What follows belongs to an exercise in optimizing a design on an open flow for small area, a short achievable clock period and few clock cycles; a production flow would make more cautious choices. At most, simulation tests tie the RTL to the original design; equivalence was not proved. No activity file was given, so power comes from the tool's default toggle rates.

main:
==> flow/design.v (excerpt) <==
module turf_dec (
    input  wire       clk,
    input  wire       rst,         
    input  wire       start,       
    input  wire [6:0] width_m1,    
    input  wire       in_valid,
    input  wire [7:0] in_data,
    output wire       in_ready,
    output reg        out_valid,
    output reg  [7:0] out_data,
    output reg        out_last,    
    input  wire       out_ready,
    output wire       err
);
Size: roughly 2100 cells after synthesis, roughly 1200 flip-flops, roughly 32 I/O pins, ~0.041 mm2 of cells after synthesis.
export LEC_CHECK = 0
export ABC_CLOCK_PERIOD_IN_PS = 3000
export CAP_MARGIN = 20
export CORE_MARGIN = 2
export CORE_UTILIZATION = 40
export PLACE_DENSITY = 0.6
export SETUP_SLACK_MARGIN = 5
export SLEW_MARGIN = 20
create_clock -name core_clock -period 8.0 [get_ports {clk}]
run.sh (not shown) runs the stock make flow with config.mk's settings and CLKGATE_MAP_FILE= SYNTH_SCRIPT=/design/flow/synth_recipe.tcl, a recipe that flattens the netlist after the stock synthesis.
## Diff of input files: the feature branch against main
--- a/flow/design.v
+++ b/flow/design.v
@@ -214,18 +214,20 @@
     reg  [6:0] qc [0:QN-1];
     reg  [7:0] qv [0:QN-1];
     reg  [QW-1:0] qwp, qrp;
     reg  [QW:0]   qn;
     reg        cv;                 
     reg  [1:0] ct;
     reg  [6:0] cc;
     reg  [7:0] cval;
-    wire       can_out = !out_valid || out_ready;
-    wire       emit    = cv && can_out;
+    reg        okv;                
+    reg  [7:0] okd;
+    reg        okl;
+    wire       emit    = cv && !okv;
     wire       cfree   = !cv || (emit && cc == 7'd0);
     wire       q_empty = (qn == 0);
     wire       q_pop   = cfree && !q_empty;
     wire       q_push  = push && !(cfree && q_empty);
     always @(posedge clk) begin
         if (rst || start) begin
             cv     <= 1'b0;
             qn     <= 0;
@@ -264,26 +266,27 @@
                 if (ct == G_DLT)
                     cval <= {4'd0, cval[7:4]};
             end
         end
     end
     reg        frow;               
     reg        rs;                 
     reg  [6:0] ex;                 
+    reg  [7:0] dl1;                
     reg  [7:0] dl2;                
-    wire [7:0] prev    = rs ? 8'd0 : out_data;
+    wire [7:0] prev    = rs ? 8'd0 : dl1;
     wire [7:0] above   = frow ? 8'd0 : dl2;
     wire [7:0] dpix    = prev + {{4{cval[3]}}, cval[3:0]};
     wire [7:0] pix     = (ct == G_ABV) ? above :
                          (ct == G_DLT) ? dpix : cval;
     wire       last    = (ex == wm);
     wire [6:0] dsel = wm - 7'd1;
     wire [7:0] tap [0:7];
-    assign tap[0] = out_data;
+    assign tap[0] = dl1;
     genvar gi;
     generate
         for (gi = 0; gi < 7; gi = gi + 1) begin : g_seg
             localparam integer L = 1 << (6 - gi);             
             reg [8*L-1:0] sr;
             if (L == 1) begin : g_one
                 always @(posedge clk)
                     if (emit) sr <= tap[gi];
@@ -291,33 +294,42 @@
                 always @(posedge clk)
                     if (emit) sr <= {sr[8*L-9:0], tap[gi]};
             end
             assign tap[gi + 1] = dsel[6 - gi] ? sr[8*L-1 -: 8] : tap[gi];
         end
     endgenerate
     always @(posedge clk) begin
         if (emit) begin
-            out_data <= pix;
-            out_last <= last;
-            dl2      <= (wm == 7'd0) ? pix : tap[7];
+            dl1 <= pix;
+            dl2 <= (wm == 7'd0) ? pix : tap[7];
+        end
+    end
+    always @(posedge clk) begin
+        if (rst || start) begin
+            frow <= 1'b1;
+            rs   <= 1'b1;
+            ex   <= 7'd0;
+        end else if (emit) begin
+            rs <= last;
+            if (last) begin
+                ex   <= 7'd0;
+                frow <= 1'b0;
+            end else
+                ex <= ex + 7'd1;
         end
     end
     always @(posedge clk) begin
         if (rst || start) begin
             out_valid <= 1'b0;
-            frow      <= 1'b1;
-            rs        <= 1'b1;
-            ex        <= 7'd0;
-        end else begin
-            if (emit) begin
-                out_valid <= 1'b1;
-                rs        <= last;
-                if (last) begin
-                    ex   <= 7'd0;
-                    frow <= 1'b0;
-                end else
-                    ex <= ex + 7'd1;
-            end else if (out_ready)
-                out_valid <= 1'b0;
+            okv       <= 1'b0;
+        end else if (!out_valid || out_ready) begin
+            out_valid <= okv || emit;
+            okv       <= 1'b0;
+            out_data  <= okv ? okd : pix;
+            out_last  <= okv ? okl : last;
+        end else if (emit) begin
+            okv <= 1'b1;
+            okd <= pix;
+            okl <= last;
         end
     end
 endmodule
Notes after the runs:
- Sum of internal, switching and leakage power, the feature branch and main: higher on main
- From main to the feature branch the numbers moved as follows: total half-perimeter wirelength after legalization and detailed placement now sits higher, synthesized cell area moved up, count of plain and timing-repair buffers now smaller.
- | combined area of the multi-input logic cells | lower: main |
- Between the feature branch and main, the iteration-0 DRC count of the detailed router is lower for main.
- The run showing the smaller share of power burned in the clock network is main.
- main leaves less setup margin than the feature branch.
- The synthesized-area fraction occupied by ao, oa, aoi and oai cells of the feature branch is higher than that of main.
- Delta (the feature branch minus main): number of clock buffers in the layout +18%, async set or reset register ratio after synthesis ~0 delta.
Testbench counts of the feature branch, summed over its fixed seeds: cycles 66,280.
The RTL of main was laid out without a check of its function.

==> separate check: timing with driven ports <==
The results above use ideal ports. As a check the final layouts listed here were re-extracted and re-timed, cells and wires unchanged.
Step 1: set_driving_cell puts a clkbuf_16 on clk and a buf_2 on each other input, an assumption about the parent block.
Step 2 moves the port delays by t, midway between the first and last clock arrival at a register: inputs arrive t later, outputs are due t later. That takes back most of the time a late clock gives input paths.
Three values: ideal ports, drivers, drivers and shift; two values: the first two.
| run | t (ns) | slack for setup (ns) | worst hold slack (ns) | clock arrival spread, ns | pins driven straight from the clock port |
|---|---|---|---|---|---|
| main | 0.744 | 4.963 / 4.897 / 4.221 | 0.411 / 0.411 / 0.411 | 0.032 / 0.031 | 1 |
| the feature branch | 0.742 | 5.073 / 5.008 / 4.425 | 0.356 / 0.356 / 0.356 | 0.063 / 0.063 | 1 |
After both steps every run listed still meets setup and hold. For main, which loses most, drivers alone change the setup slack by -0.066 ns; drivers and shift together by -0.742 ns.
